From an optimization exercise on the open Yosys and OpenROAD flow, aimed at a short achievable clock period and few clock cycles; shortcuts taken in it are not production practice.
No functional check of the RTL was part of this run.

==> design.v <==
module kz_imgdigest #(
    parameter integer NC    = 1,      
    parameter integer DEPTH = 4      
) (
    input  wire         clk,
    input  wire         rst,         
    input  wire         in_valid,
    output wire         in_ready,
    input  wire [35:0]  in_w0,       
    input  wire [35:0]  in_w1,       
    input  wire         in_last,     
    output reg          out_valid,   
    output wire [255:0] digest       
);
    localparam integer CW = (NC > 1) ? $clog2(NC) : 1;
    localparam integer AW = (DEPTH > 1) ? $clog2(DEPTH) : 1;
    localparam [255:0] IV = {
        32'h6a09e667, 32'hbb67ae85, 32'h3c6ef372, 32'ha54ff53a,
        32'h510e527f, 32'h9b05688c, 32'h1f83d9ab, 32'h5be0cd19
    };
    reg         rst_r;           
    reg         in_ready_r;
    reg         acc;             
    reg  [71:0] inr;
    reg         inr_last;
    assign in_ready = in_ready_r;
    wire take = in_valid && in_ready_r;
    always @(posedge clk) begin
        rst_r    <= rst;
        acc      <= take && !rst;
        inr      <= {in_w0, in_w1};
        inr_last <= in_last;
    end
    reg  [7:0]  slot [0:72];     
    reg  [5:0]  cnt;             
    reg  [30:0] blen;            
    reg         tail;            
    reg  [CW-1:0] pk_core;       
    reg  [511:0]  blk;           
    reg           blk_v;
    reg           blk_final;
    reg  [CW-1:0] blk_core;
    reg  [7:0]  nb [0:72];
    integer j;
    wire [6:0]  cend = {1'b0, cnt} + 7'd9;    
    always @* begin
        for (j = 0; j < 73; j = j + 1) begin
            nb[j] = slot[j];
            if (j >= cnt && j < cend)
                nb[j] = inr[71 - 8 * (j - cnt) -: 8];
            if (j == cend && inr_last)
                nb[j] = 8'h80;
        end
    end
    reg [511:0] nblk;
    reg [511:0] slotblk;
    always @* begin
        for (j = 0; j < 64; j = j + 1) begin
            nblk[511 - 8 * j -: 8]    = nb[j];
            slotblk[511 - 8 * j -: 8] = slot[j];
        end
    end
    wire [63:0] len64 = {33'd0, blen};
    always @(posedge clk) begin
        blk_v <= 1'b0;
        if (rst_r) begin
            cnt     <= 6'd0;
            blen    <= 31'd72;
            tail    <= 1'b0;
            pk_core <= {CW{1'b0}};
            for (j = 0; j < 73; j = j + 1)
                slot[j] <= 8'd0;
        end else if (tail) begin
            blk       <= slotblk | {448'd0, len64};
            blk_v     <= 1'b1;
            blk_final <= 1'b1;
            blk_core  <= pk_core;
            pk_core   <= (pk_core == NC - 1) ? {CW{1'b0}} : pk_core + 1'b1;
            tail      <= 1'b0;
            cnt       <= 6'd0;
            blen      <= 31'd72;
            for (j = 0; j < 73; j = j + 1)
                slot[j] <= 8'd0;
        end else if (acc) begin
            blk_core <= pk_core;
            if (inr_last) begin
                if (cend <= 7'd55) begin
                    blk       <= nblk | {448'd0, len64};
                    blk_v     <= 1'b1;
                    blk_final <= 1'b1;
                    pk_core   <= (pk_core == NC - 1) ? {CW{1'b0}} : pk_core + 1'b1;
                    cnt       <= 6'd0;
                    blen      <= 31'd72;
                    for (j = 0; j < 73; j = j + 1)
                        slot[j] <= 8'd0;
                end else begin
                    blk       <= nblk;
                    blk_v     <= 1'b1;
                    blk_final <= 1'b0;
                    tail      <= 1'b1;
                    for (j = 0; j < 73; j = j + 1)
                        slot[j] <= (j < 9 && cend >= 7'd64) ? nb[j + 64] : 8'd0;
                end
            end else begin
                blen <= blen + 31'd72;
                if (cend >= 7'd64) begin
                    blk       <= nblk;
                    blk_v     <= 1'b1;
                    blk_final <= 1'b0;
                    cnt       <= cend[5:0];
                    for (j = 0; j < 73; j = j + 1)
                        slot[j] <= (j < 9) ? nb[j + 64] : 8'd0;
                end else begin
                    cnt <= cend[5:0];
                    for (j = 0; j < 73; j = j + 1)
                        slot[j] <= nb[j];
                end
            end
        end
    end
    reg  [CW-1:0] in_core;
    wire [AW:0]   fcount [0:NC-1];        
    wire [AW:0]   room = DEPTH - fcount[in_core]
                       - ((blk_v && blk_core == in_core) ? 1 : 0);
    always @(posedge clk) begin
        if (rst || rst_r) begin
            in_ready_r <= 1'b0;
            if (rst_r)
                in_core <= {CW{1'b0}};
        end else begin
            if (take && in_last)
                in_core <= (in_core == NC - 1) ? {CW{1'b0}} : in_core + 1'b1;
            in_ready_r <= !(take && in_last) && (room >= 3);
        end
    end
    wire [255:0]  res    [0:NC-1];
    wire [NC-1:0] res_v;
    reg  [CW-1:0] optr;
    reg  [255:0]  dig_r;
    wire          deliver = res_v[optr];
    genvar c;
    generate
        for (c = 0; c < NC; c = c + 1) begin : g_core
            kz_core #(.DEPTH(DEPTH)) u_core (
                .clk      (clk),
                .rst      (rst_r),
                .push     (blk_v && blk_core == c),
                .push_blk (blk),
                .push_fin (blk_final),
                .fcount   (fcount[c]),
                .res      (res[c]),
                .res_v    (res_v[c]),
                .res_take (deliver && optr == c)
            );
        end
    endgenerate
    always @(posedge clk) begin
        if (rst || rst_r) begin
            out_valid <= 1'b0;
            if (rst_r)
                optr <= {CW{1'b0}};
        end else begin
            out_valid <= deliver;
            if (deliver) begin
                dig_r <= res[optr];
                optr  <= (optr == NC - 1) ? {CW{1'b0}} : optr + 1'b1;
            end
        end
    end
    assign digest = dig_r;
endmodule
module kz_core #(
    parameter integer DEPTH = 16
) (
    input  wire           clk,
    input  wire           rst,
    input  wire           push,
    input  wire [511:0]   push_blk,
    input  wire           push_fin,
    output wire [$clog2(DEPTH > 1 ? DEPTH : 2):0] fcount,
    output wire [255:0]   res,
    output reg            res_v,
    input  wire           res_take
);
    localparam integer AW = (DEPTH > 1) ? $clog2(DEPTH) : 1;
    localparam [255:0] IV = {
        32'h6a09e667, 32'hbb67ae85, 32'h3c6ef372, 32'ha54ff53a,
        32'h510e527f, 32'h9b05688c, 32'h1f83d9ab, 32'h5be0cd19
    };
    function [31:0] rotr(input [31:0] x, input integer n);
        rotr = (x >> n) | (x << (32 - n));
    endfunction
    function [31:0] bsig0(input [31:0] x);
        bsig0 = rotr(x, 2) ^ rotr(x, 13) ^ rotr(x, 22);
    endfunction
    function [31:0] bsig1(input [31:0] x);
        bsig1 = rotr(x, 6) ^ rotr(x, 11) ^ rotr(x, 25);
    endfunction
    function [31:0] ssig0(input [31:0] x);
        ssig0 = rotr(x, 7) ^ rotr(x, 18) ^ (x >> 3);
    endfunction
    function [31:0] ssig1(input [31:0] x);
        ssig1 = rotr(x, 17) ^ rotr(x, 19) ^ (x >> 10);
    endfunction
    function [31:0] kconst(input [5:0] i);
        case (i)
            6'd0:  kconst = 32'h428a2f98; 6'd1:  kconst = 32'h71374491;
            6'd2:  kconst = 32'hb5c0fbcf; 6'd3:  kconst = 32'he9b5dba5;
            6'd4:  kconst = 32'h3956c25b; 6'd5:  kconst = 32'h59f111f1;
            6'd6:  kconst = 32'h923f82a4; 6'd7:  kconst = 32'hab1c5ed5;
            6'd8:  kconst = 32'hd807aa98; 6'd9:  kconst = 32'h12835b01;
            6'd10: kconst = 32'h243185be; 6'd11: kconst = 32'h550c7dc3;
            6'd12: kconst = 32'h72be5d74; 6'd13: kconst = 32'h80deb1fe;
            6'd14: kconst = 32'h9bdc06a7; 6'd15: kconst = 32'hc19bf174;
            6'd16: kconst = 32'he49b69c1; 6'd17: kconst = 32'hefbe4786;
            6'd18: kconst = 32'h0fc19dc6; 6'd19: kconst = 32'h240ca1cc;
            6'd20: kconst = 32'h2de92c6f; 6'd21: kconst = 32'h4a7484aa;
            6'd22: kconst = 32'h5cb0a9dc; 6'd23: kconst = 32'h76f988da;
            6'd24: kconst = 32'h983e5152; 6'd25: kconst = 32'ha831c66d;
            6'd26: kconst = 32'hb00327c8; 6'd27: kconst = 32'hbf597fc7;
            6'd28: kconst = 32'hc6e00bf3; 6'd29: kconst = 32'hd5a79147;
            6'd30: kconst = 32'h06ca6351; 6'd31: kconst = 32'h14292967;
            6'd32: kconst = 32'h27b70a85; 6'd33: kconst = 32'h2e1b2138;
            6'd34: kconst = 32'h4d2c6dfc; 6'd35: kconst = 32'h53380d13;
            6'd36: kconst = 32'h650a7354; 6'd37: kconst = 32'h766a0abb;
            6'd38: kconst = 32'h81c2c92e; 6'd39: kconst = 32'h92722c85;
            6'd40: kconst = 32'ha2bfe8a1; 6'd41: kconst = 32'ha81a664b;
            6'd42: kconst = 32'hc24b8b70; 6'd43: kconst = 32'hc76c51a3;
            6'd44: kconst = 32'hd192e819; 6'd45: kconst = 32'hd6990624;
            6'd46: kconst = 32'hf40e3585; 6'd47: kconst = 32'h106aa070;
            6'd48: kconst = 32'h19a4c116; 6'd49: kconst = 32'h1e376c08;
            6'd50: kconst = 32'h2748774c; 6'd51: kconst = 32'h34b0bcb5;
            6'd52: kconst = 32'h391c0cb3; 6'd53: kconst = 32'h4ed8aa4a;
            6'd54: kconst = 32'h5b9cca4f; 6'd55: kconst = 32'h682e6ff3;
            6'd56: kconst = 32'h748f82ee; 6'd57: kconst = 32'h78a5636f;
            6'd58: kconst = 32'h84c87814; 6'd59: kconst = 32'h8cc70208;
            6'd60: kconst = 32'h90befffa; 6'd61: kconst = 32'ha4506ceb;
            6'd62: kconst = 32'hbef9a3f7; default: kconst = 32'hc67178f2;
        endcase
    endfunction
    function [63:0] csa(input [31:0] x, input [31:0] y, input [31:0] z);
        reg [31:0] s, cy;
        begin
            s  = x ^ y ^ z;
            cy = ((x & y) | (x & z) | (y & z)) << 1;
            csa = {s, cy};
        end
    endfunction
    integer i;
    reg [511:0]  mem  [0:DEPTH-1];
    reg          memf [0:DEPTH-1];
    reg [AW-1:0] wp, rp;
    reg [AW:0]   count;
    wire         start;
    wire [AW:0] count_nx = count + (push ? 1'b1 : 1'b0) - (start ? 1'b1 : 1'b0);
    assign fcount = count_nx;
    always @(posedge clk) begin
        if (push) begin
            mem[wp]  <= push_blk;
            memf[wp] <= push_fin;
        end
        if (rst) begin
            wp    <= {AW{1'b0}};
            rp    <= {AW{1'b0}};
            count <= {(AW+1){1'b0}};
        end else begin
            if (push)
                wp <= (wp == DEPTH - 1) ? {AW{1'b0}} : wp + 1'b1;
            if (start)
                rp <= (rp == DEPTH - 1) ? {AW{1'b0}} : rp + 1'b1;
            count <= count_nx;
        end
    end
    wire [511:0] head     = mem[rp];
    wire         head_fin = memf[rp];
    reg [6:0] su;                 
    reg       sfirst, sfinal;
    reg       kv, kfirst, kfinal;
    reg [5:0] kt;
    reg       rv, rfinal;
    reg [5:0] rt;
    reg       nextfirst;
    reg       fin_busy;           
    wire slot_ok = (su == 7'd64) || (su == 7'd0 && !kv && !rv);
    assign start = (count != 0) && slot_ok &&
                   (!head_fin || (!res_v && !fin_busy));
    wire k0    = kv && (kt == 6'd0);           
    wire r63   = rv && (rt == 6'd63);          
    wire fold  = k0 && r63 && !rfinal;         
    wire ld    = k0 && !fold;                  
    wire pre0  = (su == 7'd1) && rv && (rt == 6'd62) && !rfinal;
    always @(posedge clk) begin
        if (rst) begin
            su        <= 7'd0;
            kv        <= 1'b0;
            rv        <= 1'b0;
            nextfirst <= 1'b1;
            fin_busy  <= 1'b0;
            res_v     <= 1'b0;
        end else begin
            if (start)
                su <= 7'd1;
            else if (su == 7'd64)
                su <= 7'd0;
            else if (su != 7'd0)
                su <= su + 7'd1;
            kv <= (su != 7'd0);
            rv <= kv;
            if (start) begin
                nextfirst <= head_fin;
                if (head_fin)
                    fin_busy <= 1'b1;
            end
            if (r63 && rfinal) begin
                fin_busy <= 1'b0;
                res_v    <= 1'b1;
            end else if (res_take) begin
                res_v    <= 1'b0;
            end
        end
        if (start) begin
            sfirst <= nextfirst;
            sfinal <= head_fin;
        end
        kt     <= su[5:0] - 6'd1;
        kfirst <= sfirst;
        kfinal <= sfinal;
        rt     <= kt;
        rfinal <= kfinal;
    end
    reg [31:0] W [0:15];
    reg [31:0] kA, kE;           
    reg [31:0] kwA, kwE;         
    reg [31:0] H [0:7];
    wire [31:0] wnew = ssig1(W[14]) + W[9] + ssig0(W[1]) + W[0];
    always @(posedge clk) begin
        if (start) begin
            for (i = 0; i < 16; i = i + 1)
                W[i] <= head[511 - 32 * i -: 32];
            kA <= kconst(6'd0);
            kE <= kconst(6'd0);
        end else if (su != 7'd0) begin
            for (i = 0; i < 15; i = i + 1)
                W[i] <= W[i + 1];
            W[15] <= wnew;
            if (su == 7'd63) begin
                kA <= kconst(6'd63) + H[0];
                kE <= kconst(6'd63) + H[4];
            end else begin
                kA <= kconst(su[5:0]);
                kE <= kconst(su[5:0]);
            end
        end
        kwA <= W[0] + kA;
        kwE <= W[0] + kE;
    end
    reg [31:0] a, b, cc, d, e, f, g, h;
    reg [31:0] P, Q;             
    reg [31:0] hs, ds;           
    wire [31:0] s1  = bsig1(e);
    wire [31:0] ch  = (e & f) ^ (~e & g);
    wire [31:0] s0  = bsig0(a);
    wire [31:0] mj  = (a & b) ^ (a & cc) ^ (b & cc);
    wire [63:0] ce  = csa(s1, ch, Q);
    wire [31:0] sum_e = ce[63:32] + ce[31:0];
    wire [63:0] ca1 = csa(s1, ch, P);
    wire [63:0] ca2 = csa(ca1[63:32], ca1[31:0], s0);
    wire [63:0] ca3 = csa(ca2[63:32], ca2[31:0], mj);
    wire [31:0] sum_a = ca3[63:32] + ca3[31:0];
    wire [31:0] n1 = H[1] + a;
    wire [31:0] n2 = H[2] + b;
    wire [31:0] n3 = H[3] + cc;
    wire [31:0] n5 = H[5] + e;
    wire [31:0] n6 = H[6] + f;
    wire [31:0] n7 = H[7] + g;
    wire [31:0] hsel = k0 ? hs : g;
    wire [31:0] dsel = k0 ? ds : cc;
    wire [63:0] cq   = csa(dsel, hsel, kwE);
    reg [255:0] res_r;
    assign res = res_r;
    always @(posedge clk) begin
        P <= hsel + kwA;
        Q <= cq[63:32] + cq[31:0];
        if (su == 7'd1) begin
            if (pre0) begin
                hs <= H[7] + f;
                ds <= H[3] + b;
            end else begin
                hs <= sfirst ? IV[31:0]   : H[7];
                ds <= sfirst ? IV[159:128] : H[3];
            end
        end
        if (ld) begin
            a  <= kfirst ? IV[255:224] : H[0];
            b  <= kfirst ? IV[223:192] : H[1];
            cc <= kfirst ? IV[191:160] : H[2];
            d  <= kfirst ? IV[159:128] : H[3];
            e  <= kfirst ? IV[127:96]  : H[4];
            f  <= kfirst ? IV[95:64]   : H[5];
            g  <= kfirst ? IV[63:32]   : H[6];
            h  <= kfirst ? IV[31:0]    : H[7];
        end else begin
            a  <= sum_a;
            e  <= sum_e;
            if (fold) begin
                b  <= n1;
                cc <= n2;
                d  <= n3;
                f  <= n5;
                g  <= n6;
                h  <= n7;
            end else begin
                b  <= a;
                cc <= b;
                d  <= cc;
                f  <= e;
                g  <= f;
                h  <= g;
            end
        end
        if (r63 && !rfinal) begin
            H[0] <= sum_a; H[1] <= n1; H[2] <= n2; H[3] <= n3;
            H[4] <= sum_e; H[5] <= n5; H[6] <= n6; H[7] <= n7;
        end else if (k0 && kfirst) begin
            for (i = 0; i < 8; i = i + 1)
                H[i] <= IV[255 - 32 * i -: 32];
        end
        if (r63 && rfinal)
            res_r <= {sum_a, n1, n2, n3, sum_e, n5, n6, n7};
    end
endmodule
==> run.sh <==
#!/bin/bash
# synth_recipe.tcl (not shown) runs the flow's synth.tcl, then flattens the netlist and writes it again
# the make line also repeats each setting of config.mk as NAME=value (left out here)
make -C /OpenROAD-flow-scripts/flow DESIGN_CONFIG=/design/flow/config.mk WORK_HOME=/design/flow/orfs CLKGATE_MAP_FILE= SYNTH_SCRIPT=/design/flow/synth_recipe.tcl finish
==> config.mk <==
export PLATFORM = sky130hd
export DESIGN_NAME = kz_imgdigest
export DESIGN_NICKNAME = kz_imgdigest
export VERILOG_FILES = /design/flow/design.v
export SDC_FILE = /design/flow/constraint.sdc
export NUM_CORES = 4
export LEC_CHECK = 0
export CAP_MARGIN = 20
export CORE_MARGIN = 2
export CORE_UTILIZATION = 40
export SLEW_MARGIN = 20
==> constraint.sdc <==
create_clock -name core_clock -period 10.0 [get_ports {clk}]
set_input_delay 2.0000 -clock core_clock [delete_from_list [all_inputs] [get_ports {clk}]]
set_output_delay 2.0000 -clock core_clock [all_outputs]
set_load 0.01 [all_outputs]
==> impl_metrics.yaml <==
synthesis:
  synthCells: 18200
  yosysSeqAreaShare_pct: 61.6
  synthFlopType: "edfxtp_1"
  async_flop_share_pct: 0
  synth-seq-cells: 5028
  synth-edff-count: 3911
  synth_nets: 19000
  ys_types: 105
  syn_area_per_cell_sq_um: 12.5
  synth_warnings: 8
  syn_area_sq_mm: 0.227
cts:
  cts_hold_buffers: 0
  h-tree-depth: 6
  cts-root-buf: "clkbuf_16"
  cts_buffers: 530
  clockBufferDepth: 4
  cts_setup_buffers: 0
  cts_sinks: 5028
  cts.repair.resized: 0
  clock_latency_ns: 1.12
  tritoncts: "done"
  cts.clk_slew.worst_paths_ns: 0.06
sta:
  fin_setup_tns_ns: 0
  finalCritPeriodShare_pct: 61.7
  max_freq_mhz: 162
  setup_viol: 0
  period_needed_ns: 6.17
  layout_setup_ws_ns: 3.83
  hold_viol_final: 0
  worst_pin_slew_ns: 1.26
  skew_ns: 0.0806
  rsz0062_at_grt: "no"
  relSlewSlack_pct: 15.7
  drv_slew: 0
job:
  maxCapViolations: 0
critical_path:
  critPathCaptureType: "flip-flop"
  worstPathMaxFanout: 6
  ff2ff_setup_slack_ns: 3.83
  start_kind: "flip-flop"
  arrival_ns: 6.99
  cp.required_ns: 10.82
  timing_worst_setup_path_type: "flip-flop to flip-flop"
place:
  dp_cells: 25500
  gp_congestion: 1.04
  pre_cts_slack_ns: 3.92
  hpwlAfterDp_microns: 534000
  portBuffers: 333
  place_area_sq_mm: 0.240
global_routing:
  met3_usage_pct: 4.97
  grt_pass1_wl_microns: 1070000
  grt_busiest_layer: "met2"
  grt_pass1_vias: 145000
  grt_max_degree: 169
  use_met1_pct: 35.6
  gr-usage-all-layers_pct: 25.5
  antenna_found_initial: 50
  use_met2_pct: 39.2
  grt_overflow: 0
final_layout:
  fin_area_sq_mm: 0.257
  post_route_cells_drive_above_1_share_pct: 9.64
  fillers: 50800
  fin_nets: 19400
  fin_cells: 26500
  area_growth_pct: 13.3
drt:
  route.detailed.drc: 0
  via_per_inst: 5.80
  wl_microns: 753000
  drtPass1Iterations: 9
  drt_iter0_drc: 21600
  dr_total_vias: 154000
  drt-wirelength-per-cell_microns: 28.4
  ant_nets: 0
floorplan:
  io_pins: 334
  std_cell_rows: 276
  die_w_microns: 757
  fp.coreArea_sq_mm: 0.565
  die_h_microns: 757
  start_util_pct: 40.2
  dieArea_sq_mm: 0.573
outcome:
  status: "finished clean"
worst_hold_path:
  min_path_type: "flip-flop to flip-flop"
## metrics by stage
step,util (%),hold slack [ns]
global route,45.5,0.351
detailed placement,42.4,0.325
floorplan,-,0.310
finish,45.5,0.341
CTS,45.5,0.346
global placement,42.4,0.327
## worst paths after layout
| kind | startpoint | endpoint | depth (start not counted) |
|---|---|---|---|
| min reg2reg | g_core[0].u_core.kfinal | g_core[0].u_core.rfinal | 0 |
| max reg2reg | g_core[0].u_core.e[1] | g_core[0].u_core.H[0][31] | 22 |
| max | g_core[0].u_core.e[1] | g_core[0].u_core.H[0][31] | 22 |
| min | g_core[0].u_core.kfinal | g_core[0].u_core.rfinal | 0 |
## layout make-up
class	count	area (sq um)	share of cell area, %
diodes	17	42.5	0.0166
well taps	7506	9390	3.65
flip-flops and latches	5028	140000	54.4
clock buffers	717	14600	5.67
multi-input cells	11600	81400	31.7
clock inverters	249	2680	1.04
repair buffers	636	6080	2.37
inverters	773	2920	1.14
## routing by layer
layer | up-vias | share of wire (%)
met5 | - | 0.022
met4 | 22 | 5.0
met3 | 1516 | 9.1
met2 | 7711 | 44
met1 | 76800 | 42
li1 | 67500 | -
## sequential cells by signal, indices dropped and copies added, names as in the netlist, 72 cells and up, named ones only
register,flops
blk,512
dig_r,256
g_core.u_core.H,256
g_core.u_core.W,512
g_core.u_core.mem,2048
g_core.u_core.res_r,256
inr,72
slot,584
## cell usage after synthesis, types with 48 or more instances
library cell / count / area share, %
o21a_1: 93 / 0.31
or3_1: 64 / 0.18
nand3_1: 212 / 0.47
a21o_1: 276 / 0.91
dfxtp_1: 1117 / 9.9
clkbuf_1: 724 / 1.2
xor2_1: 258 / 1.0
a31oi_1: 101 / 0.28
a22oi_1: 402 / 1.3
nor3_1: 212 / 0.47
o21ai_1: 215 / 0.47
o21bai_1: 84 / 0.28
nand2b_1: 192 / 0.53
nand4_1: 55 / 0.15
nand3b_1: 75 / 0.25
and2_1: 212 / 0.58
o211ai_1: 48 / 0.16
mux4_2: 545 / 5.4
mux2i_1: 130 / 0.57
o22ai_1: 63 / 0.17
fa_1: 230 / 2.0
ha_1: 534 / 2.9
and3_1: 60 / 0.17
inv_1: 757 / 1.3
nand2_1: 2612 / 4.3
a221oi_1: 63 / 0.24
buf_1: 77 / 0.13
nor2_1: 1298 / 2.1
edfxtp_1: 3911 / 52
xnor2_1: 602 / 2.3
a211oi_1: 67 / 0.22
a21oi_1: 1051 / 2.3
nor2b_1: 92 / 0.25
a22o_1: 261 / 1.0
o21ai_0: 921 / 2.0
## critical path, cell delays in order (launching register included)
cell and delay (ns):
dfxtp_1 0.53, inv_1 0.15, a21boi_0 0.49, inv_1 0.14
fa_1 0.55, inv_1 0.06, fa_1 0.51, fa_1 0.42
inv_1 0.07, ha_1 0.16, inv_1 0.06, fa_1 0.45
nand2b_1 0.19, a211oi_1 0.39, o211ai_1 0.23, a21boi_0 0.22
o21ai_0 0.15, a21oi_1 0.32, a31oi_1 0.24, o21ai_1 0.17
a21oi_1 0.10, xnor2_1 0.17, and2_1 0.16
## kinds of logic after synthesis
kind of cell             after synthesis  share of synthesized area, %
AND/OR/NAND/NOR                     5205                          9.92
buffers and inverters               1620                          2.71
adder cells (fa/ha/maj)              791                          5.09
flip-flops                          5028                          61.6
XOR/XNOR                             863                          3.34
multiplexers                         707                          6.14
AO/OA/AOI/OAI                       3995                          11.2
## cells in the final DEF (no fill, tap or decap), types with 265 or more instances in the layout
cell / netlist / layout
o21ai_0: 921 / 905
xnor2_1: 602 / 594
nor2_1: 1298 / 1286
edfxtp_1: 3911 / 3911
clkdlybuf4s50_1: 0 / 333
buf_4: 2 / 265
a21oi_1: 1051 / 1042
a21o_1: 276 / 276
nand2_1: 2612 / 2608
ha_1: 534 / 531
dfxtp_1: 1117 / 1105
clkbuf_16: 0 / 546
inv_1: 757 / 754
a22oi_1: 402 / 402
mux4_2: 545 / 545

afterwards: timing with drivers on the ports:
The results above use ideal ports. As a check the final layout listed here was re-extracted and re-timed, cells and wires unchanged.
Step 1 assumes that a clkbuf_16 drives the clock port and a buf_2 every other input.
Step 2 times the ports against the registers' clock, not the clock port: input delays grow and output delays shrink by t, the midpoint of the rising clock arrivals with the driver on.
Three values: ideal, step 1, step 2; two values: the first two.
shift t [ns]: 1.183
setup WS [ns]: 3.833 / 3.833 / 3.833
hold slack, ns: 0.341 / 0.341 / 0.341
clock arrival spread, ns: 0.103 / 0.103
After both steps setup and hold are still met in this run. For this run, drivers alone change the setup slack by 0.000 ns; drivers and shift together by 0.000 ns.
